What follows belongs to an exercise in optimizing a design on an open flow for small area; a production flow would make more cautious choices.
Only simulation tests tie the RTL to the original design; equivalence was not proved.
No activity file was given, so power comes from the tool's default toggle rates.

## design.v

```verilog
module tmr_unit #(
    parameter integer IDX = 0,
    parameter integer NT  = 4
) (
    input  wire              clk,
    input  wire              rst_n,
    input  wire              wr,
    input  wire              rd,
    input  wire              rsel,       
    input  wire [3:0]        off,
    input  wire [31:0]       wdata,
    input  wire [31:0]       wdata_g,    
    input  wire              g_start,
    input  wire              g_stop,
    input  wire              g_reset,
    input  wire              snap,
    input  wire [7:0]        tin_rise,
    input  wire [7:0]        tin_fall,
    input  wire [7:0]        tin_any,
    input  wire              c32_rise,
    input  wire              casc_in,
    input  wire [NT*6-1:0]   ev_prev,
    output wire              wrap,
    output wire [5:0]        ev,
    output reg  [31:0]       rdata,
    output wire              irq,
    output wire              rsv_err
);
    wire rst = ~rst_n;
    reg [1:0]  mode;
    reg [3:0]  clksel;
    reg [1:0]  edge_sel;
    reg [15:0] psc;
    reg [3:0]  asrc, bsrc;
    reg [2:0]  aevt, bevt, aact, bact;
    reg [3:0]  capsrc;
    reg [1:0]  capedge;
    reg [3:0]  wraparm, cmpen;
    reg [1:0]  n_mode;
    reg [3:0]  n_clksel;
    reg [1:0]  n_edge;
    reg [15:0] n_psc;
    reg [3:0]  n_asrc, n_bsrc;
    reg [2:0]  n_aevt, n_bevt, n_aact, n_bact;
    reg [3:0]  n_capsrc;
    reg [1:0]  n_capedge;
    reg [3:0]  n_wraparm, n_cmpen;
    wire [1:0]  s_mode    = ~n_mode;
    wire [3:0]  s_clksel  = ~n_clksel;
    wire [1:0]  s_edge    = ~n_edge;
    wire [15:0] s_psc     = ~n_psc;
    wire [3:0]  s_asrc    = ~n_asrc;
    wire [3:0]  s_bsrc    = ~n_bsrc;
    wire [2:0]  s_aevt    = ~n_aevt;
    wire [2:0]  s_bevt    = ~n_bevt;
    wire [2:0]  s_aact    = ~n_aact;
    wire [2:0]  s_bact    = ~n_bact;
    wire [3:0]  s_capsrc  = ~n_capsrc;
    wire [1:0]  s_capedge = ~n_capedge;
    wire [3:0]  s_wraparm = ~n_wraparm;
    wire [3:0]  s_cmpen   = ~n_cmpen;
    reg        v_cfg, v_trig, v_ccfg;
    reg        pend, cfg_reject, wrlock;
    reg [1:0]  reason;
    reg [7:0]  seq;
    reg [31:0] cnt, bufr, buf_act;
    reg        ba_zero;      
    reg [15:0] pcnt;
    reg        run, gate;
    reg [31:0] cmp0, cmp1, cmp2, cmp3;
    reg [3:0]  armed, first;
    reg [31:0] capq0, capq1, capq2, capq3;
    reg [1:0]  rp;
    reg [2:0]  capn;
    reg [31:0] snapv;
    reg [3:0]  f_cmp, f_late;
    reg        f_zero, f_cap, f_ovr;
    reg [6:0]  ien;
    wire w_cfg    = wr && off == 4'd0;
    wire w_trig   = wr && off == 4'd1;
    wire w_ccfg   = wr && off == 4'd2;
    wire w_ctrl   = wr && off == 4'd3;
    wire w_cnt    = wr && off == 4'd4;
    wire w_buf    = wr && off == 4'd5;
    wire w_cmp0   = wr && off == 4'd6;
    wire w_cmp1   = wr && off == 4'd7;
    wire w_cmp2   = wr && off == 4'd8;
    wire w_cmp3   = wr && off == 4'd9;
    wire w_stat   = wr && off == 4'd11;
    wire w_ien    = wr && off == 4'd12;
    wire w_commit = wr && off == 4'd15;
    wire r_cap    = rd && off == 4'd10;
    reg [31:0] rsv_mask;
    always @(*) begin
        case (off)
            4'd0:    rsv_mask = 32'h00FF_0000;
            4'd1:    rsv_mask = 32'h003F_003F;
            4'd2:    rsv_mask = 32'h03FF_FF00;
            4'd3:    rsv_mask = 32'hFFFF_FFF0;
            4'd11:   rsv_mask = 32'h07FF_0000;
            4'd12:   rsv_mask = 32'hFFFF_FF80;
            4'd15:   rsv_mask = 32'h1F00_00FC;
            default: rsv_mask = 32'h0000_0000;
        endcase
    end
    assign rsv_err = wr && ((wdata & rsv_mask) != 32'd0);
    function ev_sel;
        input [NT*6-1:0] evs;
        input [3:0]      src;
        input [2:0]      code;
        reg   [5:0]      e;
        begin
            case (src[1:0])
                2'd0: e = evs[5:0];
                2'd1: e = evs[11:6];
                2'd2: e = evs[17:12];
                default: e = evs[23:18];
            endcase
            if (src[3:2] != 2'd0)
                ev_sel = 1'b0;
            else if (code[2])
                ev_sel = code[0] ? e[5] : e[4];
            else
                ev_sel = e[code[1:0]];
        end
    endfunction
    wire a_hit = ev_sel(ev_prev, asrc, aevt);
    wire b_hit = ev_sel(ev_prev, bsrc, bevt);
    wire a_gate  = aact == 3'd1;
    wire a_reset = aact == 3'd2;
    wire a_start = aact == 3'd3;
    wire a_clock = aact[2];
    wire b_gate  = bact == 3'd1;
    wire b_reset = bact == 3'd2;
    wire b_start = bact == 3'd3;
    wire b_clock = bact[2];
    wire c_stop  = w_ctrl && wdata[0];
    wire c_reset = w_ctrl && wdata[1];
    wire do_capclr = w_ctrl && wdata[3];
    wire c_start = w_ctrl && wdata[2];
    wire st1   = c_start | g_start;
    wire run1  = g_stop ? 1'b0 : (st1 ? 1'b1 : (c_stop ? 1'b0 : run));
    wire gate1 = st1 ? 1'b0 : gate;
    wire ah_start = a_hit && a_start && !run1;
    wire run2  = run1 | ah_start;
    wire gate2 = ah_start ? 1'b0 : (gate1 ^ (a_hit && a_gate));
    wire bh_start = b_hit && b_start && !run2;
    wire run_c  = run2 | bh_start;
    wire gate_c = bh_start ? 1'b0 : (gate2 ^ (b_hit && b_gate));
    wire do_start = st1 | ah_start | bh_start;
    wire do_reset = c_reset | g_reset | (a_hit && a_reset) | (b_hit && b_reset);
    wire has_gate  = a_gate | b_gate;
    wire has_clock = a_clock | b_clock;
    wire clk_act   = (a_hit && a_clock) | (b_hit && b_clock);
    wire [2:0] tsel_e = clksel[2:0] - 3'd2;
    reg src_tin;
    always @(*) begin
        case (edge_sel)
            2'd0:    src_tin = tin_rise[tsel_e];
            2'd1:    src_tin = tin_fall[tsel_e];
            default: src_tin = tin_any[tsel_e];
        endcase
    end
    reg src_edge;
    always @(*) begin
        if (has_clock)              src_edge = clk_act;
        else if (clksel == 4'd0)    src_edge = 1'b1;
        else if (clksel == 4'd1)    src_edge = c32_rise;
        else if (clksel[3] & clksel[1]) src_edge = (IDX == 0) ? 1'b0 : casc_in;   
        else                        src_edge = src_tin;                            
    end
    wire edge_ok = run_c && (!has_gate || gate_c) && src_edge && !do_reset && !w_cnt;
    wire [15:0] pcnt_b = do_start ? 16'd0 : pcnt;
    wire        tick   = edge_ok && (pcnt_b == psc);
    wire [16:0] pc;                  
    assign pc[0] = 1'b1;
    genvar g;
    generate
        for (g = 0; g < 16; g = g + 1) begin : g_pc
            assign pc[g+1] = pc[g] & pcnt_b[g];
        end
    endgenerate
    wire [15:0] pinc = pcnt_b ^ pc[15:0];
    wire        p_clr  = rst | do_reset | w_cnt | tick;
    wire [15:0] pcnt_n = p_clr ? 16'd0 : (edge_ok ? pinc : pcnt_b);
    wire down = ~mode[1];
    wire [32:0] cc;                  
    assign cc[0] = 1'b1;
    generate
        for (g = 0; g < 32; g = g + 1) begin : g_cc
            assign cc[g+1] = cc[g] & (cnt[g] ^ down);
        end
    endgenerate
    wire at_end = cc[32];            
    wire at_buf = ba_zero ? (cnt == 32'd0) : (cnt == buf_act);
    assign wrap = tick && (at_end || (!down && at_buf));
    wire        ld     = do_reset | wrap;
    wire [31:0] ld_val = bufr & {32{down}};
    wire [31:0] cnt_st = cnt ^ (cc[31:0] & {32{tick}});
    wire [31:0] cnt_n  = rst ? 32'd0 : (w_cnt ? wdata : (ld ? ld_val : cnt_st));
    wire run_n = run_c && !(wrap && mode[0]);
    wire discard  = w_commit && wdata[1];
    wire boundary = wrap || !run;
    wire apply    = pend && boundary && !discard;
    wire v_range = (v_cfg  && (s_clksel > 4'd10 || s_edge == 2'd3)) ||
                   (v_trig && (s_aevt > 3'd5 || s_bevt > 3'd5 || s_aact > 3'd4 || s_bact > 3'd4)) ||
                   (v_ccfg && (s_capedge == 2'd3 || (s_capsrc > 4'd9 && s_capsrc != 4'd15)));
    wire e_c10   = v_cfg  ? (s_clksel == 4'd10) : (clksel == 4'd10);
    wire e_a4    = v_trig ? (s_aact == 3'd4)    : a_clock;
    wire e_b4    = v_trig ? (s_bact == 3'd4)    : b_clock;
    wire v_pair  = (IDX == 0 && e_c10) || (e_a4 && e_b4) || ((e_a4 || e_b4) && e_c10);
    wire v_bad   = v_range | v_pair;
    wire accept  = apply && !v_bad;
    wire refuse  = apply && v_bad;
    function [1:0] cmp_eval;       
        input [31:0] c;
        input [31:0] x;
        input        dn;
        integer j;
        reg cy;
        reg [31:0] q;
        begin
            q  = c ^ x;
            cy = dn;
            for (j = 0; j < 31; j = j + 1)
                cy = q[j] ? c[j] : cy;
            cmp_eval = {~(q[31] ^ cy ^ dn), |q[30:0]};
        end
    endfunction
    wire [3:0] dge;    
    wire [3:0] dnz;    
    assign {dge[0], dnz[0]} = cmp_eval(cmp0, cnt_n, down);
    assign {dge[1], dnz[1]} = cmp_eval(cmp1, cnt_n, down);
    assign {dge[2], dnz[2]} = cmp_eval(cmp2, cnt_n, down);
    assign {dge[3], dnz[3]} = cmp_eval(cmp3, cnt_n, down);
    wire [3:0] w_cmpk = {w_cmp3, w_cmp2, w_cmp1, w_cmp0};
    wire [3:0] fire     = armed & dge;
    wire [3:0] late_set = fire & dnz & first;
    wire       acc_cc   = accept & v_ccfg;
    wire [3:0] arm      = (cmpen & (w_cmpk | ({4{wrap}} & wraparm) | {4{do_reset}})) |
                          ({4{acc_cc}} & s_cmpen & ~cmpen);
    wire [3:0] armed_n  = (arm | (armed & ~fire)) & ~({4{acc_cc}} & ~s_cmpen) & {4{rst_n}};
    reg cap_tin;
    always @(*) begin
        case (capedge)
            2'd0:    cap_tin = tin_rise[capsrc[2:0]];
            2'd1:    cap_tin = tin_fall[capsrc[2:0]];
            default: cap_tin = tin_any[capsrc[2:0]];
        endcase
    end
    wire cap_ev = !capsrc[3] ? cap_tin :
                  (capsrc[2:1] == 2'd0) ? (capsrc[0] ? b_hit : a_hit) : 1'b0;
    wire       pop    = r_cap && capn != 3'd0;
    wire [2:0] capn_p = do_capclr ? 3'd0 : (pop ? capn - 3'd1 : capn);
    wire [1:0] rp_p   = pop ? rp + 2'd1 : rp;
    wire       store  = cap_ev && !capn_p[2];
    wire       lost   = cap_ev && capn_p[2];
    wire [1:0] wp     = rp_p + capn_p[1:0];
    wire [2:0] capn_n = rst ? 3'd0 : capn_p + {2'd0, store};
    assign ev = {cap_ev, fire, wrap};
    always @(posedge clk) begin
        if (w_buf | rst)  bufr <= wdata_g;
        if (w_cmp0 | rst) cmp0 <= wdata_g;
        if (w_cmp1 | rst) cmp1 <= wdata_g;
        if (w_cmp2 | rst) cmp2 <= wdata_g;
        if (w_cmp3 | rst) cmp3 <= wdata_g;
        if (w_ien | rst)  ien  <= wdata_g[6:0];
        if (snap | rst)   snapv <= cnt_n;
        if (ld)           buf_act <= bufr;
        ba_zero <= rst | (ba_zero & !ld);
    end
    always @(posedge clk) begin
        if (store && wp == 2'd0) capq0 <= cnt_n;
        if (store && wp == 2'd1) capq1 <= cnt_n;
        if (store && wp == 2'd2) capq2 <= cnt_n;
        if (store && wp == 2'd3) capq3 <= cnt_n;
        rp    <= rp_p;
        first <= arm;
    end
    always @(posedge clk) begin
        if (w_cfg && !pend) begin
            n_mode <= ~wdata[31:30];
            n_clksel <= ~wdata[29:26];
            n_edge <= ~wdata[25:24];
            n_psc <= ~wdata[15:0];
        end
        if (w_trig && !pend) begin
            n_asrc <= ~wdata[31:28];
            n_aevt <= ~wdata[27:25];
            n_aact <= ~wdata[24:22];
            n_bsrc <= ~wdata[15:12];
            n_bevt <= ~wdata[11:9];
            n_bact <= ~wdata[8:6];
        end
        if (w_ccfg && !pend) begin
            n_capsrc <= ~wdata[31:28];
            n_capedge <= ~wdata[27:26];
            n_wraparm <= ~wdata[7:4];
            n_cmpen <= ~wdata[3:0];
        end
        v_cfg  <= ((w_cfg  && !pend) | (v_cfg  & !discard)) & rst_n;
        v_trig <= ((w_trig && !pend) | (v_trig & !discard)) & rst_n;
        v_ccfg <= ((w_ccfg && !pend) | (v_ccfg & !discard)) & rst_n;
    end
    always @(posedge clk) begin
        if ((accept & v_cfg) | rst) begin
            mode     <= ~(n_mode | {2{rst}});
            clksel   <= ~(n_clksel | {4{rst}});
            edge_sel <= ~(n_edge | {2{rst}});
            psc      <= ~(n_psc | {16{rst}});
        end
        if ((accept & v_trig) | rst) begin
            asrc     <= ~(n_asrc | {4{rst}});
            aevt     <= ~(n_aevt | {3{rst}});
            aact     <= ~(n_aact | {3{rst}});
            bsrc     <= ~(n_bsrc | {4{rst}});
            bevt     <= ~(n_bevt | {3{rst}});
            bact     <= ~(n_bact | {3{rst}});
        end
        if ((accept & v_ccfg) | rst) begin
            capsrc   <= ~(n_capsrc & {4{rst_n}});
            capedge  <= ~(n_capedge | {2{rst}});
            wraparm  <= ~(n_wraparm & {4{rst_n}});
            cmpen    <= ~(n_cmpen | {4{rst}});
        end
        if (accept | rst) seq <= (seq + 8'd1) & {8{rst_n}};
        if (refuse | rst) reason <= {~v_range, v_range} & {2{rst_n}};
    end
    always @(posedge clk) begin
        cnt   <= cnt_n;
        pcnt  <= pcnt_n;
        run   <= run_n & rst_n;
        gate  <= gate_c & rst_n;
        armed <= armed_n;
        capn  <= capn_n;
        f_cmp  <= ((f_cmp  & ~({4{w_stat}} & wdata[3:0]))  | fire)     & {4{rst_n}};
        f_late <= ((f_late & ~({4{w_stat}} & wdata[11:8])) | late_set) & {4{rst_n}};
        f_zero <= ((f_zero & ~(w_stat & wdata[4])) | wrap)   & rst_n;
        f_cap  <= ((f_cap  & ~(w_stat & wdata[5])) | cap_ev) & rst_n;
        f_ovr  <= ((f_ovr  & ~(w_stat & wdata[6])) | lost)   & rst_n;
        wrlock <= ((w_cfg | w_trig | w_ccfg) ? (pend | wrlock)
                                             : (wrlock & !(w_commit && wdata[29]))) & rst_n;
        cfg_reject <= (refuse | (cfg_reject & !(w_commit && wdata[30]))) & rst_n;
        pend <= ((w_commit && wdata[0] && (!pend || discard)) |
                 (pend & !apply & !discard)) & rst_n;
    end
    wire [31:0] stat = {run, (has_gate ? gate : 1'b1), capn, 11'd0,
                        armed, f_late, 1'b0, f_ovr, f_cap, f_zero, f_cmp};
    assign irq = |({f_ovr, f_cap, f_zero, f_cmp} & ien);
    wire [15:0] rs = {16{rsel}} & (16'd1 << off);
    always @(*) begin
        rdata = ({32{rs[0]}}  & {mode, clksel, edge_sel, 8'd0, psc}) |
                ({32{rs[1]}}  & {asrc, aevt, aact, 6'd0, bsrc, bevt, bact, 6'd0}) |
                ({32{rs[2]}}  & {capsrc, capedge, 18'd0, wraparm, cmpen}) |
                ({32{rs[4]}}  & cnt) |
                ({32{rs[5]}}  & bufr) |
                ({32{rs[6]}}  & cmp0) |
                ({32{rs[7]}}  & cmp1) |
                ({32{rs[8]}}  & cmp2) |
                ({32{rs[9]}}  & cmp3) |
                ({32{rs[10] & (rp == 2'd0) & (capn != 3'd0)}} & capq0) |
                ({32{rs[10] & (rp == 2'd1) & (capn != 3'd0)}} & capq1) |
                ({32{rs[10] & (rp == 2'd2) & (capn != 3'd0)}} & capq2) |
                ({32{rs[10] & (rp == 2'd3) & (capn != 3'd0)}} & capq3) |
                ({32{rs[11]}} & stat) |
                ({32{rs[12]}} & {25'd0, ien}) |
                ({32{rs[13]}} & snapv) |
                ({32{rs[15]}} & {pend, cfg_reject, wrlock, 5'd0, 6'd0, reason, seq, 7'd0, pend});
    end
endmodule
module tmr_bank (
    input  wire        clk,
    input  wire        rst_n,
    input  wire        reg_we,
    input  wire        reg_re,
    input  wire [6:0]  reg_addr,
    input  wire [31:0] reg_wdata,
    output reg  [31:0] reg_rdata,
    output reg         range_err,
    input  wire [7:0]  tin,
    input  wire        clk32k,
    output wire [7:0]  tout,
    output wire [3:0]  irq
);
    localparam integer NT = 4;
    wire rst = ~rst_n;
    wire        we       = reg_we & rst_n;
    wire [31:0] wdata_g  = reg_wdata & {32{rst_n}};
    wire [31:0] wdata_g1 = reg_wdata | {32{rst}};
    reg [7:0] tin_s1, tin_s2, tin_s3;
    reg       c32_s1, c32_s2, c32_s3;
    always @(posedge clk) begin
        tin_s1 <= tin;
        tin_s2 <= tin_s1;
        tin_s3 <= tin_s2;
        c32_s1 <= clk32k;
        c32_s2 <= c32_s1;
        c32_s3 <= c32_s2;
    end
    wire [7:0] tin_rise = tin_s2 & ~tin_s3;
    wire [7:0] tin_fall = ~tin_s2 & tin_s3;
    wire [7:0] tin_any  = tin_s2 ^ tin_s3;
    wire       c32_rise = c32_s2 & ~c32_s3;
    wire        sh_sel = reg_addr[6];
    wire [1:0]  tsel   = reg_addr[5:4];
    wire [3:0]  toff   = reg_addr[3:0];
    wire        w_snap = we && sh_sel && reg_addr[5:0] == 6'h00;
    wire        w_gcmd = we && sh_sel && reg_addr[5:0] == 6'h01;
    wire        w_tout = we && sh_sel && reg_addr[5:3] == 3'b001;
    wire [2:0]  tout_i = reg_addr[2:0];
    wire [1:0]  gcmd = reg_wdata[17:16];
    wire [NT-1:0]    wrap;
    wire [NT*6-1:0]  ev;
    reg  [NT*6-1:0]  ev_q;
    wire [NT*32-1:0] t_rdata;
    wire [NT-1:0]    t_rsv;
    genvar n;
    generate
        for (n = 0; n < NT; n = n + 1) begin : g_tmr
            wire casc;
            if (n == 0) begin : g_c0
                assign casc = 1'b0;
            end else begin : g_cn
                assign casc = wrap[n-1];
            end
            tmr_unit #(.IDX(n), .NT(NT)) u_tmr (
                .clk      (clk),
                .rst_n    (rst_n),
                .wr       (we && !sh_sel && tsel == n),
                .rd       (reg_re && !sh_sel && tsel == n),
                .rsel     (!sh_sel && tsel == n),
                .off      (toff),
                .wdata    (reg_wdata),
                .wdata_g  (wdata_g),
                .g_start  (w_gcmd && reg_wdata[n] && gcmd == 2'd1),
                .g_stop   (w_gcmd && reg_wdata[n] && gcmd == 2'd2),
                .g_reset  (w_gcmd && reg_wdata[n] && gcmd == 2'd3),
                .snap     (w_snap && reg_wdata[n]),
                .tin_rise (tin_rise),
                .tin_fall (tin_fall),
                .tin_any  (tin_any),
                .c32_rise (c32_rise),
                .casc_in  (casc),
                .ev_prev  (ev_q),
                .wrap     (wrap[n]),
                .ev       (ev[n*6 +: 6]),
                .rdata    (t_rdata[n*32 +: 32]),
                .irq      (irq[n]),
                .rsv_err  (t_rsv[n])
            );
        end
    endgenerate
    always @(posedge clk) ev_q <= ev;
    reg       to_en    [0:7];
    reg       to_pol   [0:7];
    reg       to_init  [0:7];
    reg       to_level [0:7];
    reg [3:0] to_src   [0:7];
    reg [2:0] to_set   [0:7];
    reg [2:0] to_clr   [0:7];
    function src_ev;
        input [NT*6-1:0] evs;
        input [3:0]      src;
        input [2:0]      code;
        reg   [5:0]      e;
        begin
            case (src[1:0])
                2'd0: e = evs[5:0];
                2'd1: e = evs[11:6];
                2'd2: e = evs[17:12];
                default: e = evs[23:18];
            endcase
            if (src[3:2] != 2'd0 || (code[2] & code[1]))
                src_ev = 1'b0;
            else if (code[2])
                src_ev = code[0] ? e[5] : e[4];
            else
                src_ev = e[code[1:0]];
        end
    endfunction
    wire tout_bad = reg_wdata[23:21] == 3'd6 || reg_wdata[20:18] == 3'd6;
    integer m;
    always @(posedge clk) begin
        for (m = 0; m < 8; m = m + 1) begin
            if ((w_tout && tout_i == m && !tout_bad) || rst) begin
                to_en[m]   <= wdata_g[31];
                to_pol[m]  <= wdata_g[30];
                to_init[m] <= wdata_g[29];
                to_src[m]  <= wdata_g[27:24];
                to_set[m]  <= wdata_g1[23:21];
                to_clr[m]  <= wdata_g1[20:18];
            end
            if (w_tout && tout_i == m && !tout_bad) begin
                to_level[m] <= reg_wdata[29];
            end else begin
                case ({src_ev(ev, to_src[m], to_set[m]), src_ev(ev, to_src[m], to_clr[m])})
                    2'b10:   to_level[m] <= rst_n;
                    2'b01:   to_level[m] <= 1'b0;
                    2'b11:   to_level[m] <= ~to_level[m] & rst_n;
                    default: to_level[m] <= to_level[m] & rst_n;
                endcase
            end
        end
    end
    genvar p;
    generate
        for (p = 0; p < 8; p = p + 1) begin : g_tout
            assign tout[p] = to_en[p] & (to_level[p] ^ to_pol[p]);
        end
    endgenerate
    wire        r_irq = sh_sel && reg_addr[5:0] == 6'h02;
    wire [7:0]  r_to  = {8{sh_sel && reg_addr[5:3] == 3'b001}} & (8'd1 << tout_i);
    reg  [31:0] rd_mux;
    always @(*) begin
        rd_mux = t_rdata[31:0] | t_rdata[63:32] | t_rdata[95:64] | t_rdata[127:96] |
                 ({32{r_irq}} & {{(32-NT){1'b0}}, irq});
        for (m = 0; m < 8; m = m + 1)
            rd_mux = rd_mux | ({32{r_to[m]}} & {to_en[m], to_pol[m], to_init[m], to_level[m],
                                                 to_src[m], to_set[m], to_clr[m], 18'd0});
    end
    reg sh_rsv;
    always @(*) begin
        sh_rsv = 1'b0;
        if (w_snap) sh_rsv = reg_wdata[31:16] != 16'd0;
        if (w_gcmd) sh_rsv = reg_wdata[31:18] != 14'd0;
        if (we && sh_sel && reg_addr[5:0] == 6'h02) sh_rsv = reg_wdata[31:16] != 16'd0;
        if (w_tout) sh_rsv = tout_bad || reg_wdata[17:0] != 18'd0;
    end
    always @(posedge clk) begin
        reg_rdata <= rd_mux;
        range_err <= sh_rsv || (|t_rsv);
    end
endmodule
```

## flow/run.sh

```bash
#!/bin/bash
# Own layout flow. It is the standard ORFS flow (standard.sh) with two
# changes:
#  1. synthesis maps the logic with an area-oriented ABC script and skips
#     Yosys's full-adder extraction; everything up to and including the
#     flip-flop mapping is unchanged, and the registers are checked against
#     the standard synthesis (run first, in orfs_ref/); if they differ the
#     standard synthesis is used instead;
#  2. clock tree synthesis gets its arguments from CTS_ARGS (no dummy loads).
# Every tool's output goes to a log file in this folder (flow_*.log) and to
# ORFS's own logs under orfs*/logs.
set -uo pipefail
here=$PWD
cts_args="-sink_clustering_enable -repair_clock_nets -dont_use_dummy_load"
[ -f flow/cts_args ] && cts_args=$(cat flow/cts_args)

python3 flow/mk_synth.py > flow_mk_synth.log 2>&1 || { cat flow_mk_synth.log; exit 1; }

# the make command line of standard.sh, without its targets
mk=$(grep -m1 '^make -C' standard.sh | sed 's/"${@:-finish}"$//')
[ -n "$mk" ] || { echo "no make line in standard.sh"; exit 1; }
ref_mk=$(echo "$mk" | sed -E "s#WORK_HOME=[^ ]+#WORK_HOME=$here/orfs_ref#")
own_mk=$(echo "$mk" | sed -E "s#SYNTH_SCRIPT=[^ ]+#SYNTH_SCRIPT=$here/my_synth_recipe.tcl#")

# 1. reference: the standard synthesis
eval "$ref_mk synth" > flow_ref_synth.log 2>&1
ref_v=$here/orfs_ref/results/$FLOW_PLATFORM/tmr_bank/base/1_2_yosys.v

# 2. own synthesis
eval "$own_mk synth" > flow_own_synth.log 2>&1
own_v=$here/orfs/results/$FLOW_PLATFORM/tmr_bank/base/1_2_yosys.v

if ! python3 flow/cmp_regs.py "$ref_v" "$own_v" > flow_cmp_regs.log 2>&1; then
    echo "registers differ: using the standard synthesis" >> flow_cmp_regs.log
    rm -rf "$here/orfs"
    own_mk=$mk
    eval "$own_mk synth" > flow_std_synth.log 2>&1
fi

# 3. the rest of the standard flow
export CTS_ARGS="$cts_args"
# more antenna repair rounds after detailed routing than ORFS's default 5
export MAX_REPAIR_ANTENNAS_ITER_DRT=${MAX_REPAIR_ANTENNAS_ITER_DRT:-20}
eval "$own_mk finish" > flow_layout.log 2>&1
rc=$?
odb=$here/orfs/results/$FLOW_PLATFORM/tmr_bank/base/6_final.odb
if [[ -f $odb ]]; then
    : # left out here: write the final layout as DEF
fi
exit $rc
```

## flow/abc_area.script

```
strash
dc2
&get -n
&st
&dch -f
&nf -R 2000 -F 10 -A 10
&put
topo
```

## flow/cmp_regs.py

```python
# Compares the registers (instance name and cell type, drive strength
# ignored) of two synthesized netlists; exit 0 when they match.
import re, sys
def regs(path):
    t = open(path).read()
    r = {}
    for typ, name in re.findall(r'\n\s*(sky130_fd_sc_hd__\w*df\w*?)_\d+\s+(\S+)\s*\(', t):
        r[name] = typ
    return r
a, b = regs(sys.argv[1]), regs(sys.argv[2])
print('registers: %d standard, %d own' % (len(a), len(b)))
bad = [k for k in set(a) | set(b) if a.get(k) != b.get(k)]
for k in sorted(bad)[:20]:
    print('differs:', k, a.get(k), b.get(k))
sys.exit(1 if bad or not a else 0)
```

## flow/cts_args

```
-sink_clustering_enable -repair_clock_nets -dont_use_dummy_load -buf_list {sky130_fd_sc_hd__clkbuf_4 sky130_fd_sc_hd__clkbuf_8 sky130_fd_sc_hd__clkbuf_16} -sink_clustering_size 24 -sink_clustering_max_diameter 60
```

## flow/mk_synth.py

```python
# Writes the synthesis scripts of this flow into the work folder:
#   my_synth.tcl        ORFS's synth.tcl with the ABC script replaced and
#                       Yosys's full-adder extraction skipped
#   my_synth_recipe.tcl  synth_recipe.tcl sourcing my_synth.tcl instead
import os, sys
flow_home = os.environ['FLOW_HOME']
here = os.getcwd()
abc = os.path.join(here, 'flow', 'abc_area.script')
s = open(os.path.join(flow_home, 'scripts', 'synth.tcl')).read()
pre = 'source $::env(SCRIPTS_DIR)/synth_preamble.tcl\n'
assert s.count(pre) == 1
s = s.replace(pre, pre + 'set abc_args [lreplace $abc_args 1 1 {%s}]\nputs "flow: abc_args $abc_args"\n' % abc)
fa = '  [env_var_exists_and_non_empty ADDER_MAP_FILE] &&'
assert s.count(fa) == 1
s = s.replace(fa, '  0 && ' + fa.strip())
open(os.path.join(here, 'my_synth.tcl'), 'w').write(s)
b = open(os.path.join(here, 'synth_recipe.tcl')).read()
src = 'source $::env(SCRIPTS_DIR)/synth.tcl'
assert b.count(src) == 1
b = b.replace(src, 'source {%s}' % os.path.join(here, 'my_synth.tcl'))
open(os.path.join(here, 'my_synth_recipe.tcl'), 'w').write(b)
```

## standard.sh

```bash
#!/bin/bash
# synth_recipe.tcl (not shown) runs the flow's synth.tcl, then flattens the netlist and writes it again
# the make line also repeats each setting of config.mk as NAME=value (left out here)
make -C /OpenROAD-flow-scripts/flow DESIGN_CONFIG=/design/flow/config.mk WORK_HOME=/design/flow/orfs CLKGATE_MAP_FILE= SYNTH_SCRIPT=/design/flow/synth_recipe.tcl "${@:-finish}"
```

## config.mk

```make
export PLATFORM = sky130hd
export DESIGN_NAME = tmr_bank
export DESIGN_NICKNAME = tmr_bank
export VERILOG_FILES = /design/flow/design.v
export SDC_FILE = /design/flow/constraint.sdc
export NUM_CORES = 8
export LEC_CHECK = 0
export ABC_AREA = 1
export CAP_MARGIN = 20
export CORE_MARGIN = 2
export CORE_UTILIZATION = 45
export PLACE_DENSITY = 0.6
export SLEW_MARGIN = 20
```

## constraint.sdc

```tcl
create_clock -name core_clock -period 20.0 [get_ports {clk}]
set_input_delay 4.0000 -clock core_clock [delete_from_list [all_inputs] [get_ports {clk}]]
set_output_delay 4.0000 -clock core_clock [all_outputs]
set_load 0.01 [all_outputs]
```

==> results of run 1 <==
-- worst paths after layout --
path,endpoint,start
worst max register to register,to_level[4]$_DFF_P_,g_tmr[0].u_tmr.asrc[1]$_DFFE_PP_
worst max-delay path,to_level[4]$_DFF_P_,reg_we
worst min-delay path,tin_s2[3]$_DFF_P_,tin_s1[3]$_DFF_P_
worst min register to register,tin_s2[3]$_DFF_P_,tin_s1[3]$_DFF_P_
-- logic make-up after synthesis --
group	synth area share, %
xor+xnor	3.49
fa+ha+maj	0.00931
mux	1.39
compound gates	16.9
buf+inv	0.852
simple gates	12.5
flops	64.8
-- power groups by stage --
stage               clock network (mW)  logic [mW]  registers, mW
global route                      3.48        1.00           6.16
finish                            3.38        1.03           6.19
floorplan                            0       0.387           6.02
CTS                               3.33       0.939           6.13
detailed placement                   0       0.935           6.24
global placement                     0       0.933           6.24
-- what timing repair did --
item | 4_1_cts | 5_1_grt
gates resized for setup | 3 | 44
setup buffers | 2 | 1
pin swaps | 1 | 7
endpoints found under the setup margin | 8 | 21
-- cell usage after synthesis (10+ instances only) --
master / number / area [um2]
nor4_1: 118 / 738
o32ai_1: 11 / 96.3
a21o_1: 15 / 113
and2_0: 47 / 294
o211ai_1: 34 / 255
nand3b_1: 17 / 128
o21a_1: 16 / 120
a21oi_1: 423 / 2120
a21boi_0: 25 / 188
nor2_1: 740 / 2780
nand2_1: 916 / 3440
a311oi_1: 20 / 175
a221o_1: 20 / 200
o21ai_0: 381 / 1910
nor2b_1: 59 / 369
edfxtp_1: 2044 / 61400
o22ai_1: 291 / 1820
a31oi_1: 53 / 332
a32oi_1: 22 / 193
and3_1: 67 / 419
mux4_2: 58 / 1310
nand3_1: 197 / 986
clkinv_1: 236 / 886
dfxtp_1: 416 / 8330
o22a_1: 80 / 701
mux2i_1: 14 / 140
nor3b_1: 103 / 773
a222oi_1: 361 / 3610
xnor2_1: 233 / 2040
or3_1: 49 / 307
or2_0: 10 / 62.6
or4_1: 18 / 135
a211oi_1: 42 / 315
a22o_1: 105 / 920
nand4_1: 213 / 1330
a221oi_1: 108 / 946
o221ai_1: 43 / 377
a22oi_1: 411 / 3090
xor2_1: 195 / 1710
nand2b_1: 61 / 382
a41oi_1: 13 / 114
a2111oi_0: 30 / 263
nor3_1: 207 / 1040
-- per-stage QoR --
| stage | setup WS (ps) | setup TNS, ps | utilization [%] | hold WS [ps] | total power [mW] |
|---|---|---|---|---|---|
| after global placement | -1120 | -8600 | 50.8 | 312 | 7.17 |
| final | 499 | 0 | 53.0 | 327 | 10.6 |
| after CTS | 99.3 | 0 | 52.7 | 312 | 10.4 |
| after detailed placement | -1210 | -9550 | 50.8 | 312 | 7.17 |
| after global routing | -179 | -993 | 52.9 | 320 | 10.6 |
| after floorplan | 143 | 0 | - | 310 | 6.41 |
-- layer usage --
layer | part of all wire [%] | GRT usage [%] | up-vias | wire length (um)
met3 | 19 | 37.7 | 3577 | 140000
li1 | - | - | 37400 | -
met1 | 32 | 65.2 | 52300 | 230000
met5 | 0.33 | 7.18 | - | 2410
met2 | 37 | 74.7 | 13200 | 272000
met4 | 11 | 49.3 | 92 | 82100
-- state kept, by name, indices dropped and copies added (netlist names), 64 cells and up --
| signal | flops |
|---|---|
| g_tmr.u_tmr.buf_act | 128 |
| g_tmr.u_tmr.bufr | 128 |
| g_tmr.u_tmr.capq0 | 128 |
| g_tmr.u_tmr.capq1 | 128 |
| g_tmr.u_tmr.capq2 | 128 |
| g_tmr.u_tmr.capq3 | 128 |
| g_tmr.u_tmr.cmp0 | 128 |
| g_tmr.u_tmr.cmp1 | 128 |
| g_tmr.u_tmr.cmp2 | 128 |
| g_tmr.u_tmr.cmp3 | 128 |
| g_tmr.u_tmr.cnt | 128 |
| g_tmr.u_tmr.n_psc | 64 |
| g_tmr.u_tmr.pcnt | 64 |
| g_tmr.u_tmr.psc | 64 |
| g_tmr.u_tmr.snapv | 128 |
-- cell type report --
type	count	area (um2)	share of cell area, %
inverters	236	893	0.708
multi-input cells	5905	38100	30.2
repair buffers	1056	8590	6.81
clock buffers	179	4480	3.55
well taps	3167	3960	3.14
flip-flops and latches	2460	69700	55.3
diodes	149	373	0.296
==> metrics.md, run 1 <==
| Metric | Value |
|---|---|
| Family with the most delay on the worst path | simple AND/OR/NAND/NOR gates |
| Clock skew | 77.3 ps |
| Final Max Slew Viols | 4 |
| Sequential fraction of the synthesis area | 64.8% |
| Register-to-Register Setup Slack | 2050 ps |
| Per-cell via count in the routed design | 8.10 |
| Layout Area Growth over Synthesis | 17.3% |
| Most common cell after layout, fill and taps aside | edfxtp_1 |
| Design area | 126000 um2 |
| WP data required | 20750 ps |
| Yosys reg bits | 2460 |
| Initial antenna violation count | 151 |
| CP Capture Type | flip-flop |
| Syn Inst Count | 8605 |
| CTS Hold Bufs | 0 |
| Buf/Inv on CP | 13 |
| Tightest Pin Transition | 1520 ps |
| Most frequent cells in the layout | 2044 x edfxtp_1, 919 x buf_4, 898 x nand2_1 |
| Asr flop ratio synth | 0% |
| Via count | 107000 |
| Clock network fraction of total power | 31.9% |
| H-tree Lvls | 4 |
| Sw power | 2.95 mW |
| Worst-skew pair later-pin latency | 930 ps |
| Max-cap violations | 2 |
| Iteration-0 DRC Markers | 26900 |
| # setup viols final | 0 |
| Worst hold stages | 0 |
| CORE AREA | 238000 um2 |
| Reg clk slew, reported paths | 80 ps |
| Total wire length | 727000 um |
| First-pass GRT wire length | 919000 um |
| Tcrit/Tclk final | 97.5% |
| Dpl cells | 12800 |
| Combinational power share | 9.7% |
| Int Pwr | 7.65 mW |
| Die area | 243000 um2 |
| Syn Area/Cell | 12.5 um2 |
| Critical path's largest stage delay | 630 ps |
| Fill cell count | 20600 |
| Total track usage | 58.1% |
| Die height | 493 um |
| Final hold viol count | 0 |
| Tmin final | 19500 ps |
| Leak | 42.6 nW |
| Max Fclk | 0.0513 GHz |
| Largest net degree at the start of global routing | 127 |
| Die width | 493 um |
| Drt pass-1 iters | 30 |
| GP Congestion | 1.21 |
| Layout cell share with drive strength beyond 1 | 14.3% |
| Cell mode on critical path | nand2_1 |
| Row Count | 179 |
| Post-DP Area | 121000 um2 |
| Wirelength per Cell | 55.3 um |
| CP startpoint kind | input pin |
| Final non-filler cell total | 13200 |
| Vias in the first global route | 91300 |
| Starting Density | 45.2% |
| CTS tree | built |
| Peak VDD IR | 0.0878 mV |
| CTS Buf Count | 179 |
| Sequential power share | 58.4% |
| Post-synth EDFFs | 2044 |
| Io pins | 97 |
| Final ANT Viol Nets | 0 |
| Hold Path Class | flip-flop to flip-flop |
| Top FF cell, synth | edfxtp_1 |
| # DRC | 0 |
| WP depth | 89 |
| Total grt overflow | 0 |
| Hpwl dp | 538000 um |
| Root Driver | clkbuf_16 |
| Nets | 9890 |
| Area of the mapped netlist | 108000 um2 |
| Layout check failures | max-capacitance violations, max-slew violations |
| Warnings from Yosys | 12 |
| Worst path slowest cell | or4_4 |
| Worst Path Arrival | 20250 ps |
| Pwr dens | 84.0 nW/um2 |
| R2R cell count | 89 |
| Number of port buffers | 96 |
| Switch share | 27.8% |
| Mapped Nets | 8657 |
| Critical setup path kind | input pin to flip-flop |
| Max FO, Critical Path | 18 |
| Clock tree buffer depth | 3 |
| Outcome | complete, but fails checks |
| Distinct cell type count after synthesis | 68 |
| CTS sink count | 2460 |
| Slew HR | -2.22% |
==> run 2: changes to the inputs <==
--- a/design.v
+++ b/design.v
@@ -173,3 +173,4 @@
     wire [15:0] pcnt_b = do_start ? 16'd0 : pcnt;
-    wire        tick   = edge_ok && (pcnt_b == psc);
+    wire        pmatch = do_start ? (psc == 16'd0) : (pcnt == psc);
+    wire        tick   = edge_ok && pmatch;
     wire [16:0] pc;                  
--- a/flow/run.sh
+++ b/flow/run.sh
@@ -8,3 +8,4 @@
 #     standard synthesis is used instead;
-#  2. clock tree synthesis gets its arguments from CTS_ARGS (no dummy loads).
+#  2. clock tree synthesis gets its arguments from CTS_ARGS (no dummy loads);
+#  3. repair margins can differ before and after clock tree synthesis.
 # Every tool's output goes to a log file in this folder (flow_*.log) and to
@@ -43,3 +44,9 @@
 export MAX_REPAIR_ANTENNAS_ITER_DRT=${MAX_REPAIR_ANTENNAS_ITER_DRT:-20}
-eval "$own_mk finish" > flow_layout.log 2>&1
+# margins and other make settings may differ before and after clock tree
+# synthesis (flow/place_args, flow/route_args: extra make variables)
+place_args=""; route_args=""
+[ -f flow/place_args ] && place_args=$(cat flow/place_args)
+[ -f flow/route_args ] && route_args=$(cat flow/route_args)
+eval "$own_mk $place_args cts" > flow_layout.log 2>&1
+eval "$own_mk $route_args finish" > flow_layout2.log 2>&1
 rc=$?
==> flow/abc_area.script (replaced) <==
strash
dc2
&get -n
&st
&dch -f
&nf -p -R 50 -F 10 -A 10
&put
topo
==> flow/cts_args (replaced) <==
-sink_clustering_enable -repair_clock_nets -dont_use_dummy_load -buf_list sky130_fd_sc_hd__clkbuf_8 -sink_clustering_size 14 -sink_clustering_max_diameter 60
==> flow/place_args (new file) <==
SLEW_MARGIN=10 CAP_MARGIN=10
==> flow/route_args (new file) <==
SLEW_MARGIN=35 CAP_MARGIN=35
--- a/config.mk
+++ b/config.mk
@@ -10,4 +10,5 @@
 export CORE_MARGIN = 2
-export CORE_UTILIZATION = 45
-export PLACE_DENSITY = 0.6
+export CORE_UTILIZATION = 42
+export PLACE_DENSITY = 0.55
+export SETUP_SLACK_MARGIN = 0.2
 export SLEW_MARGIN = 20
==> run 2 against run 1 <==
Against the previous run: largest cell class unchanged; now clean on timing, DRC and antenna; fmax rose by 2.1%; clock power fell by 18%; critical endpoint is now to_level[2]$_DFF_P_; global-route usage fell by 1.6 points.
==> metrics.md, run 2 <==
| Metric | Value |
|---|---|
| R2r startpoint | g_tmr[1].u_tmr.asrc[1]$_DFFE_PP_ |
| Sw power | 3.00 mW (+1.9%) |
| RSZ-0062 raised after global routing | no |
| Clock skew | 179 ps (+102 ps) |
| # DRC | 0 (unchanged) |
| Tcrit/Tclk final | 95.5% (-2.0 points) |
| # setup viols final | 0 (unchanged) |
| Post-DP Area | 119000 um2 (-1.3%) |
| Final hold viol count | 0 (unchanged) |
| Starting Density | 42.3% (-2.9 points) |
| First-pass GRT wire length | 947000 um (+3.0%) |
| Asr flop ratio synth | 0% (unchanged) |
| Pwr Total | 10.1 mW (-5.0%) |
| Setup Buffers After CTS | 0 (-2) |
| Tmin final | 19100 ps (-403 ps) |
| CTS tree | built |
| Initial antenna violation count | 160 (+6.0%) |
| Combinational power share | 10.8% (+1.1 points) |
| Distinct cell type count after synthesis | 73 (+7.4%) |
| Reg clk slew, reported paths | 70 ps (about the same) |
| Layout Area Growth over Synthesis | 15.0% |
| Int Pwr | 7.07 mW (-7.6%) |
| Top cells by count, synth | 2044 x edfxtp_1, 786 x nor2_1, 714 x nand2_1 |
| Via count | 104000 (-2.3%) |
| Tightest Pin Transition | 1340 ps (-180 ps) |
| Final Worst Setup Slack | 902 ps (+403 ps) |
| Root Driver | clkbuf_8 |
| Total track usage | 56.5% (-1.6 points) |
| Top-count cell post-synth | edfxtp_1 |
| Most frequent cells in the layout | 2044 x edfxtp_1, 694 x nand2_1, 694 x nor2_1 |
| Final non-filler cell total | 13100 (-0.63%) |
| Critical setup path kind | input pin to flip-flop |
| Row Count | 185 (+3.4%) |
| Worst path slowest cell | a21boi_0 |
| Register-to-Register Setup Slack | 2680 ps (+630 ps) |
| Peak VDD IR | 0.0644 mV (-27%) |
| R2R cell count | 70 (-21%) |
| Worst Path Arrival | 20070 ps (-180 ps) |
| Setup TNS | 0 ps (unchanged) |
| Per-cell via count in the routed design | 7.97 (-1.7%) |
| Largest net degree at the start of global routing | 77 (-39%) |
| Post-synth EDFFs | 2044 (unchanged) |
| Clock network fraction of total power | 27.6% (-4.3 points) |
| Critical path's largest stage delay | 540 ps (-90 ps) |
| Syn Area/Cell | 12.7 um2 (+1.4%) |
| H-tree Lvls | 4 (unchanged) |
| Nets | 9614 (-2.8%) |
| Leak | 41.4 nW (-2.9%) |
| Warnings from Yosys | 12 (unchanged) |
| Die width | 511 um (+3.6%) |
| Number of port buffers | 96 (unchanged) |
| Max-cap violations | 0 (-2) |
| Die height | 511 um (+3.6%) |
| Worst hold margin | 332 ps (+4.57 ps) |
| Post-layout util | 48.7% (-4.4 points) |
| Drt pass-1 iters | 16 (-47%) |
| Sequential fraction of the synthesis area | 64.7% (-0.11 points) |
| Switch share | 29.8% (+2.0 points) |
| Layout cell share with drive strength beyond 1 | 13.4% (-0.95 points) |
| Worst-skew pair later-pin latency | 1170 ps (+240 ps) |
| CORE AREA | 255000 um2 (+7.0%) |
| Final ANT Viol Nets | 0 (unchanged) |
| WP data required | 20980 ps (+230 ps) |
| Final Max Slew Viols | 0 (-4) |
| Wirelength per Cell | 57.8 um (+4.5%) |
| CTS sink count | 2460 (unchanged) |
| Mapped Nets | 8556 (-1.2%) |
| Largest cells by area after synthesis | edfxtp_1 57%, dfxtp_1 7.7%, a222oi_1 3.7% |
| Most common cell after layout, fill and taps aside | edfxtp_1 |
| CP Capture Type | flip-flop |
| Iteration-0 DRC Markers | 26600 (-1.1%) |
| Pwr dens | 81.3 nW/um2 (-3.2%) |
| Hold_sp | tin_s1[4]$_DFF_P_ |
| Hold Path Class | flip-flop to flip-flop |
| Io pins | 97 (unchanged) |
| Max Fclk | 0.0524 GHz (+2.1%) |
| Setup WS pre-CTS | 112 ps (+1330 ps) |
| Vias in the first global route | 90200 (-1.2%) |
| Syn Inst Count | 8504 (-1.2%) |
| Total wire length | 755000 um (+3.8%) |
| Dpl cells | 12600 (-1.3%) |
| CP startpoint kind | input pin |
| Top cell type's share of synthesized area | 57.0% (-0.099 points) |
| Hpwl dp | 565000 um (+5.2%) |
| Cell mode on critical path | o21ai_0 |
| Top FF cell, synth | edfxtp_1 |
| GP Congestion | 1.21 (about the same) |
| CTS Buf Count | 226 (+26%) |
| Worst hold stages | 0 (unchanged) |
| Top cell type by total area after synthesis | edfxtp_1 |
| Area of the mapped netlist | 108000 um2 (+0.17%) |
| Max FO, Critical Path | 17 (-1) |
| Clock tree buffer depth | 3 (unchanged) |
| Worst Hold End | tin_s2[4]$_DFF_P_ |
| Reg-to-reg endpoint | to_level[2]$_DFF_P_ |
| Total grt overflow | 0 (unchanged) |
| Yosys reg bits | 2460 (unchanged) |
| Design area | 124000 um2 (-1.8%) |
| Die area | 261000 um2 (+7.3%) |
| Slew HR | 10.1% (+12 points) |
| Sequential power share | 61.5% (+3.1 points) |
| Outcome | finished clean |
## run 2: changes by cell type after synthesis, moves of 22 or more
cell,delta
nor3_1,-22
o22ai_1,-52
nor3b_1,-44
nand2_1,-202
a222oi_1,+32
a22o_1,-27
a21oi_1,+29
nor2_1,+46
o21ai_0,-45
## run 2: area by class of cell
class / count / area [um2]
inverters: 230 / 871
multi-input cells: 5810 / 38700
clock buffers: 226 / 3110
repair buffers: 834 / 6880
well taps: 3366 / 4210
fillers: 22700 / 131000
diodes: 143 / 358
flip-flops and latches: 2460 / 69700
## run 2: worst max-delay path, delay by kind of cell
kind	cells	cell delay, ps
AOI/OAI and AO/OA	45	10150
and+or+nand+nor	13	2700
buffers and inverters	10	2340
muxes	3	610
xor gates and xnor gates	1	200
## run 2: worst max path at each step
stage | from | end | slack [ps] | depth (start not counted)
after floorplan | reg_addr[3] | to_level[2]$_DFF_P_ | 320 | 61
after global placement | reg_we | to_level[2]$_DFF_P_ | 180 | 71
after detailed placement | reg_we | to_level[2]$_DFF_P_ | 110 | 71
after CTS | reg_we | to_level[2]$_DFF_P_ | 1130 | 71
after global routing | reg_addr[3] | to_level[2]$_DFF_P_ | 330 | 72
final | reg_addr[3] | to_level[2]$_DFF_P_ | 900 | 72
## run 2: metal layers
layer  up-vias  global-route usage (%)  wire length, um
met4        64                    47.9            85600
met3      3441                    36.1           142000
met1     51400                    63.1           241000
met2     12400                    73.4           284000
met5         -                    8.74             2860
li1      36900                       -                -
## run 2: cell families after synthesis
logic type | synth area share (%)
muxes | 1.52
xor gates and xnor gates | 3.63
AOI/OAI and AO/OA | 17.1
DFF | 64.7
adders and majority gates | 0.0372
and+or+nand+nor | 12.2
buffers and inverters | 0.829
## run 2: repair_timing
item | in CTS | in global routing
gates resized for setup | 0 | 1
hold buffers | 0 | 0
endpoints found under the setup margin | 0 | 7
## run 2: power by group through the flow
stage	clock network (mW)	logic (mW)	registers [mW]
floorplan	0	0.409	6.04
global placement	0	0.983	6.26
detailed placement	0	0.983	6.26
CTS	2.72	0.986	6.14
global route	2.88	1.06	6.17
finish	2.78	1.09	6.20
==> run 3: changes to the inputs <==
--- a/design.v
+++ b/design.v
@@ -163,16 +163,19 @@
     end
-    reg src_edge;
+    reg src_loc;
     always @(*) begin
-        if (has_clock)              src_edge = clk_act;
-        else if (clksel == 4'd0)    src_edge = 1'b1;
-        else if (clksel == 4'd1)    src_edge = c32_rise;
-        else if (clksel[3] & clksel[1]) src_edge = (IDX == 0) ? 1'b0 : casc_in;   
-        else                        src_edge = src_tin;                            
-    end
-    wire edge_ok = run_c && (!has_gate || gate_c) && src_edge && !do_reset && !w_cnt;
-    wire [15:0] pcnt_b = do_start ? 16'd0 : pcnt;
+        if (has_clock)              src_loc = clk_act;
+        else if (clksel == 4'd0)    src_loc = 1'b1;
+        else if (clksel == 4'd1)    src_loc = c32_rise;
+        else if (clksel[3] & clksel[1]) src_loc = 1'b0;                 
+        else                        src_loc = src_tin;                  
+    end
+    wire is_casc = (IDX != 0) && !has_clock && clksel[3] && clksel[1];
+    wire base    = run_c && (!has_gate || gate_c) && !do_reset && !w_cnt;
+    wire edge_ok = base && (src_loc || (is_casc && casc_in));
     wire        pmatch = do_start ? (psc == 16'd0) : (pcnt == psc);
-    wire        tick   = edge_ok && pmatch;
+    wire        tk_loc = base && pmatch && src_loc;
+    wire        tk_cas = base && pmatch && is_casc;
+    wire        tick   = tk_loc || (tk_cas && casc_in);
     wire [16:0] pc;                  
-    assign pc[0] = 1'b1;
+    assign pc[0] = edge_ok;
     genvar g;
@@ -180,23 +183,29 @@
         for (g = 0; g < 16; g = g + 1) begin : g_pc
-            assign pc[g+1] = pc[g] & pcnt_b[g];
+            assign pc[g+1] = pc[g] & pcnt[g];
         end
     endgenerate
-    wire [15:0] pinc = pcnt_b ^ pc[15:0];
     wire        p_clr  = rst | do_reset | w_cnt | tick;
-    wire [15:0] pcnt_n = p_clr ? 16'd0 : (edge_ok ? pinc : pcnt_b);
+    wire        p_cnt  = !p_clr && !do_start;           
+    wire        p_one  = !p_clr && do_start && edge_ok;  
+    wire [15:0] pcnt_n = ({16{p_cnt}} & (pcnt ^ pc[15:0])) | {15'd0, p_one};
     wire down = ~mode[1];
-    wire [32:0] cc;                  
-    assign cc[0] = 1'b1;
+    wire [32:0] cu, cd;              
+    assign cu[0] = 1'b1;
+    assign cd[0] = 1'b1;
     generate
         for (g = 0; g < 32; g = g + 1) begin : g_cc
-            assign cc[g+1] = cc[g] & (cnt[g] ^ down);
+            assign cu[g+1] = cu[g] & cnt[g];
+            assign cd[g+1] = cd[g] & !cnt[g];
         end
     endgenerate
-    wire at_end = cc[32];            
-    wire at_buf = ba_zero ? (cnt == 32'd0) : (cnt == buf_act);
-    assign wrap = tick && (at_end || (!down && at_buf));
+    wire at_end = down ? cd[32] : cu[32];    
+    wire at_buf = ba_zero ? cd[32] : (cnt == buf_act);
+    wire endc   = at_end || (!down && at_buf);
+    assign wrap = (tk_loc && endc) || (tk_cas && endc && casc_in);
     wire        ld     = do_reset | wrap;
-    wire [31:0] ld_val = bufr & {32{down}};
-    wire [31:0] cnt_st = cnt ^ (cc[31:0] & {32{tick}});
-    wire [31:0] cnt_n  = rst ? 32'd0 : (w_cnt ? wdata : (ld ? ld_val : cnt_st));
+    wire [31:0] cnt_st = cnt ^ ((cu[31:0] & {32{tick & !down}}) | (cd[31:0] & {32{tick & down}}));
+    wire        sel_w  = w_cnt | rst;
+    wire        sel_b  = !sel_w & ld & down;      
+    wire        sel_c  = !sel_w & !ld;            
+    wire [31:0] cnt_n  = ({32{sel_w}} & wdata_g) | ({32{sel_b}} & bufr) | ({32{sel_c}} & cnt_st);
     wire run_n = run_c && !(wrap && mode[0]);
@@ -387,3 +396,3 @@
     wire rst = ~rst_n;
-    wire        we       = reg_we & rst_n;
+    wire        we       = reg_we;
     wire [31:0] wdata_g  = reg_wdata & {32{rst_n}};
@@ -494,3 +503,3 @@
             if (w_tout && tout_i == m && !tout_bad) begin
-                to_level[m] <= reg_wdata[29];
+                to_level[m] <= reg_wdata[29] & rst_n;
             end else begin
@@ -531,3 +540,3 @@
         reg_rdata <= rd_mux;
-        range_err <= sh_rsv || (|t_rsv);
+        range_err <= (sh_rsv || (|t_rsv)) & rst_n;
     end
==> flow/place_args (replaced) <==
SLEW_MARGIN=20 CAP_MARGIN=20 BUFFER_PORTS_ARGS="-buffer_cell sky130_fd_sc_hd__buf_2"
--- a/config.mk
+++ b/config.mk
@@ -10,5 +10,5 @@
 export CORE_MARGIN = 2
-export CORE_UTILIZATION = 42
-export PLACE_DENSITY = 0.55
-export SETUP_SLACK_MARGIN = 0.2
+export CORE_UTILIZATION = 45
+export PLACE_DENSITY = 0.58
+export SETUP_SLACK_MARGIN = 0.6
 export SLEW_MARGIN = 20
==> run 3 against run 2 <==
Against the previous run: register-to-register slack better by 140 ps; fmax grew 0.89%; via count decreased by 3.5%; count of clock-buffer cells in the layout fell by 7; clock power is 2% lower; first-iteration DRC count fell by 8.3%; routed wire length decreased by 8.2%; synthesized cell count down 1.5%; design area is 2.0% lower; clock skew is 41 ps lower.
==> metrics.md, run 3 <==
| Metric | Value |
|---|---|
| Syn Inst Count | 8377 (-1.5%) |
| Root Driver | clkbuf_8 |
| Area of the multi-input gates | 38300 um2 (-1.2%) |
| Top FF cell, synth | edfxtp_1 |
| Post-Synth Simple-Gate Area | 12.9% (+0.72 points) |
| Worst path slowest cell | a221oi_1 |
| Layout cell share with drive strength beyond 1 | 12.3% (-1.1 points) |
| Syn Area/Cell | 12.8 um2 (+1.4%) |
| # setup viols final | 0 (unchanged) |
| Synth Area in XOR/XNOR | 2.91% (-0.72 points) |
| Final Max Slew Viols | 0 (unchanged) |
| Die width | 493 um (-3.4%) |
| Starting Density | 45.2% (+2.9 points) |
| Critical path's largest stage delay | 720 ps (+180 ps) |
| Critical setup path kind | input pin to flip-flop |
| Hold_sp | tin_s1[0]$_DFF_P_ |
| Tightest Pin Transition | 1270 ps (-68.1 ps) |
| Cts repair resizes | 0 (unchanged) |
| Vias in the first global route | 88500 (-2.0%) |
| Total track usage | 55.5% (-0.99 points) |
| Setup TNS | 0 ps (unchanged) |
| Yosys reg bits | 2460 (unchanged) |
| Die area | 243000 um2 (-6.7%) |
| Largest net degree at the start of global routing | 86 (+12%) |
| Worst-skew pair later-pin latency | 1080 ps (-90 ps) |
| Top-count cell post-synth | edfxtp_1 |
| Number of port buffers | 96 (unchanged) |
| Total wire length | 694000 um (-8.2%) |
| Register-to-Register Setup Slack | 2820 ps (+140 ps) |
| Sequential fraction of the synthesis area | 64.8% (+0.092 points) |
| CTS sink count | 2460 (unchanged) |
| Worst Path Arrival | 19850 ps (-220 ps) |
| Adder-cell share of the synthesized area | 0.0186% (-0.019 points) |
| Mapped Nets | 8429 (-1.5%) |
| Tcrit/Tclk final | 94.6% (-0.84 points) |
| Pwr dens | 79.7 nW/um2 (-1.9%) |
| Reg-to-reg endpoint | to_level[7]$_DFF_P_ |
| Register area | 69700 um2 (about the same) |
| Total grt overflow | 0 (unchanged) |
| Clock skew | 139 ps (-40.6 ps) |
| Per-cell via count in the routed design | 8.02 (+0.63%) |
| RSZ-0062 raised after global routing | no |
| Leak | 40.1 nW (-3.2%) |
| Top cell type's share of synthesized area | 57.0% (+0.081 points) |
| First-pass GRT wire length | 880000 um (-7.0%) |
| Wirelength per Cell | 55.3 um (-4.3%) |
| GP Congestion | 1.18 (-2.9%) |
| Hpwl dp | 502000 um (-11%) |
| Multiplexer area fraction after synthesis | 1.18% (-0.34 points) |
| Asr flop ratio synth | 0% (unchanged) |
| Outcome | finished clean |
| Top cell type by total area after synthesis | edfxtp_1 |
| H-tree Lvls | 4 (unchanged) |
| Design area | 121000 um2 (-2.0%) |
| Fill cell count | 20900 (-8.0%) |
| Largest family of logic cells by synthesized area | compound AO/OA/AOI/OAI gates |
| # DRC | 0 (unchanged) |
| Max FO, Critical Path | 16 (-1) |
| Layout Area Growth over Synthesis | 12.8% |
| Die height | 493 um (-3.4%) |
| Max-cap violations | 0 (unchanged) |
| Largest cells by area after synthesis | edfxtp_1 57%, dfxtp_1 7.7%, a222oi_1 3.9% |
| Hold Path Class | flip-flop to flip-flop |
| Most frequent cells in the layout | 2044 x edfxtp_1, 717 x nand2_1, 494 x buf_4 |
| Row Count | 179 (-3.2%) |
| Area of the mapped netlist | 108000 um2 (-0.14%) |
| Slew HR | 14.6% (+4.6 points) |
| Iteration-0 DRC Markers | 24400 (-8.3%) |
| Nets | 9311 (-3.2%) |
| CORE AREA | 238000 um2 (-6.6%) |
| Tmin final | 18930 ps (-168 ps) |
| CP Capture Type | flip-flop |
| CTS tree | built |
| Via count | 101000 (-3.5%) |
| CTS Buf Count | 219 (-3.1%) |
| Warnings from Yosys | 12 (unchanged) |
| Drt pass-1 iters | 29 (+13) |
| Top cells by count, synth | 2044 x edfxtp_1, 743 x nand2_1, 436 x nor2_1 |
| Worst hold stages | 0 (unchanged) |
| R2R cell count | 66 (-5.7%) |
| Peak VDD IR | 0.0692 mV (+7.5%) |
| R2r startpoint | g_tmr[0].u_tmr.asrc[0]$_DFFE_PP_ |
| Final hold viol count | 0 (unchanged) |
| Max Fclk | 0.0528 GHz (+0.89%) |
| Most common cell after layout, fill and taps aside | edfxtp_1 |
| Reg clk slew, reported paths | 80 ps (about the same) |
| Initial antenna violation count | 111 (-31%) |
| Post-DP Area | 117000 um2 (-2.1%) |
| Post-synth EDFFs | 2044 (unchanged) |
| Synth Area in Compound Gates | 17.4% (+0.22 points) |
| Io pins | 97 (unchanged) |
| Family with the most delay on the worst path | compound AO/OA/AOI/OAI gates |
| Clock tree buffer depth | 3 (unchanged) |
| Final ANT Viol Nets | 0 (unchanged) |
| WP data required | 20920 ps (-60 ps) |
| Worst Hold End | tin_s2[0]$_DFF_P_ |
| Setup Buffers After CTS | 0 (unchanged) |
| Cell mode on critical path | a21oi_1 |
| Distinct cell type count after synthesis | 68 (-6.8%) |
| CP startpoint kind | input pin |
| CTS Hold Bufs | 0 (unchanged) |
| Buf/Inv on CP | 7 (-3) |
## run 3: changes by cell type after synthesis, moves of 31 or more
| cell | delta |
|---|---|
| a22o_1 | +75 |
| o22ai_1 | -32 |
| nor3b_1 | -44 |
| a222oi_1 | +31 |
| nor2_1 | -350 |
| nor2b_1 | +281 |
| nand3_1 | -40 |
| xnor2_1 | -79 |
| a21oi_1 | -51 |
| nand4_1 | +60 |
| o21ai_0 | -35 |
| a221oi_1 | +45 |
| nand2b_1 | +38 |
## run 3: worst reg2reg max path: cells and delay by family, from the launching register on
| kind | cells | cell delay, ps |
|---|---|---|
| AO/OA/AOI/OAI | 37 | 9460 |
| XOR/XNOR | 1 | 360 |
| flip-flops | 1 | 820 |
| multiplexers | 1 | 310 |
| AND/OR/NAND/NOR | 20 | 4240 |
| buffers and inverters | 7 | 1860 |
## run 3: cells by family after synthesis
family,Yosys count
fa+ha+maj,2
mux,70
xor+xnor,358
simple gates,2716
buf+inv,246
compound gates,2525
flops,2460
## run 3: metrics by stage
| stage | worst slack [ps] | hold WS (ps) | util, % | power [mW] | cells |
|---|---|---|---|---|---|
| finish | 1070 | 312 | 51.0 | 9.68 | 12500 |
| floorplan | 1870 | 310 | - | 6.33 | 8377 |
| CTS | 2030 | 308 | 50.3 | 9.50 | 12400 |
| global route | 715 | 301 | 50.9 | 9.75 | 12400 |
| global placement | 1010 | 311 | 49.0 | 6.92 | 12100 |
| detailed placement | 992 | 314 | 49.1 | 6.93 | 12100 |
## run 3: per-layer routing
metal / global-route usage [%] / wire length (um) / vias to the layer above
met3: 34.9 / 131000 / 2817
met1: 65.0 / 229000 / 50000
met5: 6.11 / 2310 / -
li1: - / - / 36200
met4: 43.5 / 70000 / 71
met2: 71.0 / 261000 / 11500
## run 3: how the worst max path moves through the flow
stage | start | end | slack [ps] | depth (start not counted)
finish | reg_addr[5] | to_level[7]$_DFF_P_ | 1070 | 66
global route | reg_addr[5] | to_level[3]$_DFF_P_ | 710 | 64
CTS | reg_addr[5] | to_level[0]$_DFF_P_ | 2030 | 66
detailed placement | reg_addr[5] | to_level[3]$_DFF_P_ | 990 | 64
global placement | reg_addr[5] | to_level[4]$_DFF_P_ | 1010 | 66
floorplan | reg_addr[0] | to_level[3]$_DFF_P_ | 1870 | 59
## run 3: layout make-up
class	instances	area share (%)
multi-input combinational	5671	31.5
sequential	2460	57.4
timing repair buffer	665	4.31
clock buffer	219	2.48
tap	3167	3.26
inverter	242	0.749
antenna	112	0.231
## run 3: report_power, final
group | switching, mW | leakage (nW) | internal, mW
clock | 1.76 | 1.58 | 0.967
sequential | 0.373 | 23.0 | 5.77
combinational | 0.597 | 15.5 | 0.202
total | 2.73 | 40.1 | 6.94
==> run 4: changes to the inputs <==
--- a/config.mk
+++ b/config.mk
@@ -10,4 +10,4 @@
 export CORE_MARGIN = 2
-export CORE_UTILIZATION = 45
-export PLACE_DENSITY = 0.58
+export CORE_UTILIZATION = 42
+export PLACE_DENSITY = 0.55
 export SETUP_SLACK_MARGIN = 0.6
==> run 4 against run 3 <==
Against the previous run: critical endpoint is now to_level[3]$_DFF_P_; largest cell class unchanged; routed wire length up 3.3%; fmax down 0.68%; sequential cell count unchanged; critical path depth down 2; synthesized cell count unchanged.
==> metrics.md, run 4 <==
| Metric | Value |
|---|---|
| Outcome | finished clean |
| Clock network fraction of total power | 28.6% (+0.4 points) |
| Wirelength per Cell | 56.3 um (+1.8%) |
| Most frequent cells in the layout | 2044 x edfxtp_1, 717 x nand2_1, 498 x buf_4 |
| Critical Path Start | reg_addr[0] |
| Die area | 260000 um2 (+7.1%) |
| Tmin final | 19060 ps (+129 ps) |
| Fill cell count | 22800 (+8.9%) |
| Combinational power share | 8.2% (about the same) |
| Total track usage | 53.6% (-1.9 points) |
| Final Worst Setup Slack | 942 ps (-129 ps) |
| Synth Area in Compound Gates | 17.4% (unchanged) |
| # DRC | 0 (unchanged) |
| Warnings from Yosys | 12 (unchanged) |
| Post-Synth Simple-Gate Area | 12.9% (unchanged) |
| Hold Path Class | flip-flop to flip-flop |
| Drt pass-1 iters | 12 (-59%) |
| First-pass GRT wire length | 902000 um (+2.5%) |
| Multiplexer area fraction after synthesis | 1.18% (unchanged) |
| CP startpoint kind | input pin |
| Final hold viol count | 0 (unchanged) |
| Hpwl dp | 521000 um (+3.9%) |
| Max-cap violations | 0 (unchanged) |
| CTS Buf Count | 223 (+1.8%) |
| Top-count cell post-synth | edfxtp_1 |
| Starting Density | 42.3% (-2.9 points) |
| CTS sink count | 2460 (unchanged) |
| Top FF cell, synth | edfxtp_1 |
| Syn Area/Cell | 12.8 um2 (unchanged) |
| Post-synth EDFFs | 2044 (unchanged) |
| Distinct cell type count after synthesis | 68 (unchanged) |
| Die width | 510 um (+3.5%) |
| Row Count | 185 (+3.4%) |
| Clock tree buffer depth | 3 (unchanged) |
| Max Fclk | 0.0525 GHz (-0.68%) |
| WP data required | 20960 ps (+40 ps) |
| Switch share | 28.5% (+0.23 points) |
| Most common cell after layout, fill and taps aside | edfxtp_1 |
| Area of the mapped netlist | 108000 um2 (unchanged) |
| Reg clk slew, reported paths | 80 ps (about the same) |
| Top cells by count, synth | 2044 x edfxtp_1, 743 x nand2_1, 436 x nor2_1 |
| Adder-cell share of the synthesized area | 0.0186% (unchanged) |
| CORE AREA | 254000 um2 (+7.0%) |
| Register area | 69700 um2 (about the same) |
| Vias in the first global route | 88100 (-0.38%) |
| H-tree Lvls | 4 (unchanged) |
| Largest net degree at the start of global routing | 194 (+130%) |
| Post-layout util | 47.7% (-3.3 points) |
| Int Pwr | 6.96 mW (+0.20%) |
| Setup TNS | 0 ps (unchanged) |
| Clock skew | 139 ps (+0.548 ps) |
| GP Congestion | 1.14 (-3.5%) |
| Leak | 39.9 nW (-0.31%) |
| Largest cells by area after synthesis | edfxtp_1 57%, dfxtp_1 7.7%, a222oi_1 3.9% |
| Nets | 9302 (-0.097%) |
| Sequential fraction of the synthesis area | 64.8% (unchanged) |
| End point of the critical path | to_level[3]$_DFF_P_ |
| Worst path slowest cell | a221oi_1 |
| Pwr dens | 80.2 nW/um2 (+0.57%) |
| Total grt overflow | 0 (unchanged) |
| Mapped Nets | 8429 (unchanged) |
| Initial antenna violation count | 128 (+15%) |
| Syn Inst Count | 8377 (unchanged) |
| Die height | 510 um (+3.5%) |
| Asr flop ratio synth | 0% (unchanged) |
| Io pins | 97 (unchanged) |
| Cell mode on critical path | buf_4 |
| Layout Area Growth over Synthesis | 12.8% (about the same) |
| Slew HR | 18.1% (+3.5 points) |
| R2r startpoint | g_tmr[0].u_tmr.asrc[0]$_DFFE_PP_ |
| Register-to-Register Setup Slack | 2430 ps (-390 ps) |
[run 4: changes by cell type in the layout (fill, tap and decap cells not counted), sizes merged]
cell    previous run  this run
buf              653       636
clkbuf           231       239
diode            112       107
[run 4: worst min path at each step]
| stage | start | endpoint | slack, ps | cells past startpoint |
|---|---|---|---|---|
| final | tin_s1[5]$_DFF_P_ | tin_s2[5]$_DFF_P_ | 310 | 0 |
| after global routing | tin_s1[5]$_DFF_P_ | tin_s2[5]$_DFF_P_ | 320 | 0 |
| after CTS | tin_s1[5]$_DFF_P_ | tin_s2[5]$_DFF_P_ | 280 | 0 |
| after detailed placement | tin_s1[7]$_DFF_P_ | tin_s2[7]$_DFF_P_ | 310 | 0 |
| after global placement | tin_s1[0]$_DFF_P_ | tin_s2[0]$_DFF_P_ | 320 | 0 |
| after floorplan | c32_s1$_DFF_P_ | c32_s2$_DFF_P_ | 310 | 0 |
[run 4: power by group through the flow]
stage / clock (mW) / combinational (mW) / sequential (mW)
global route: 2.89 / 0.786 / 6.13
floorplan: 0 / 0.323 / 6.01
detailed placement: 0 / 0.732 / 6.22
global placement: 0 / 0.730 / 6.22
CTS: 2.74 / 0.733 / 6.10
finish: 2.78 / 0.800 / 6.15
[run 4: critical path, delay by kind of cell]
family | cells | cell delay (ps)
XOR/XNOR | 1 | 210
multiplexers | 2 | 940
buffers and inverters | 10 | 2400
AND/OR/NAND/NOR | 21 | 4440
AO/OA/AOI/OAI | 30 | 7960
[run 4: final cells by class]
class                           instances  area share (%)
Antenna cell                          107           0.221
Sequential cell                      2460            57.5
Tap cell                             3366            3.47
Timing Repair Buffer                  652            4.05
Multi-Input combinational cell       5671            31.5
Clock buffer                          223            2.53
Inverter                              242           0.751
[run 4: kinds of logic after synthesis]
| kind of cell | Yosys count |
|---|---|
| muxes | 70 |
| DFF | 2460 |
| and+or+nand+nor | 2716 |
| xor gates and xnor gates | 358 |
| adders and majority gates | 2 |
| AOI/OAI and AO/OA | 2525 |
| buffers and inverters | 246 |
[run 4: routing by layer]
metal  GRT usage, %  up-vias  wire length (um)
met3           31.7     2755            128000
met4           43.8       50             71900
li1               -    36100                 -
met5          0.786        -               934
met1           63.3    50000            243000
met2           69.1    11200            273000
[run 4: what timing repair did]
action | CTS | global route
setup buffers | 0 | 0
resized for setup | 0 | 5
setup endpoints to repair | 0 | 8
[run 4: stage by stage]
step | cell area [um2] | total power [mW] | hold slack [ps] | cells
after floorplan | 108000 | 6.33 | 310 | 8377
after global placement | 117000 | 6.95 | 316 | 12300
after detailed placement | 117000 | 6.95 | 314 | 12300
after CTS | 120000 | 9.57 | 275 | 12600
after global routing | 121000 | 9.80 | 325 | 12600
final | 121000 | 9.73 | 313 | 12700

Check on run 4: ideal ports give 0.942 ns setup slack; a clkbuf_16 on the clock port and buf_2 on the inputs give 1.020 ns; moving port delays by the midpoint clock arrival (1.155 ns) as well gives -0.135 ns.
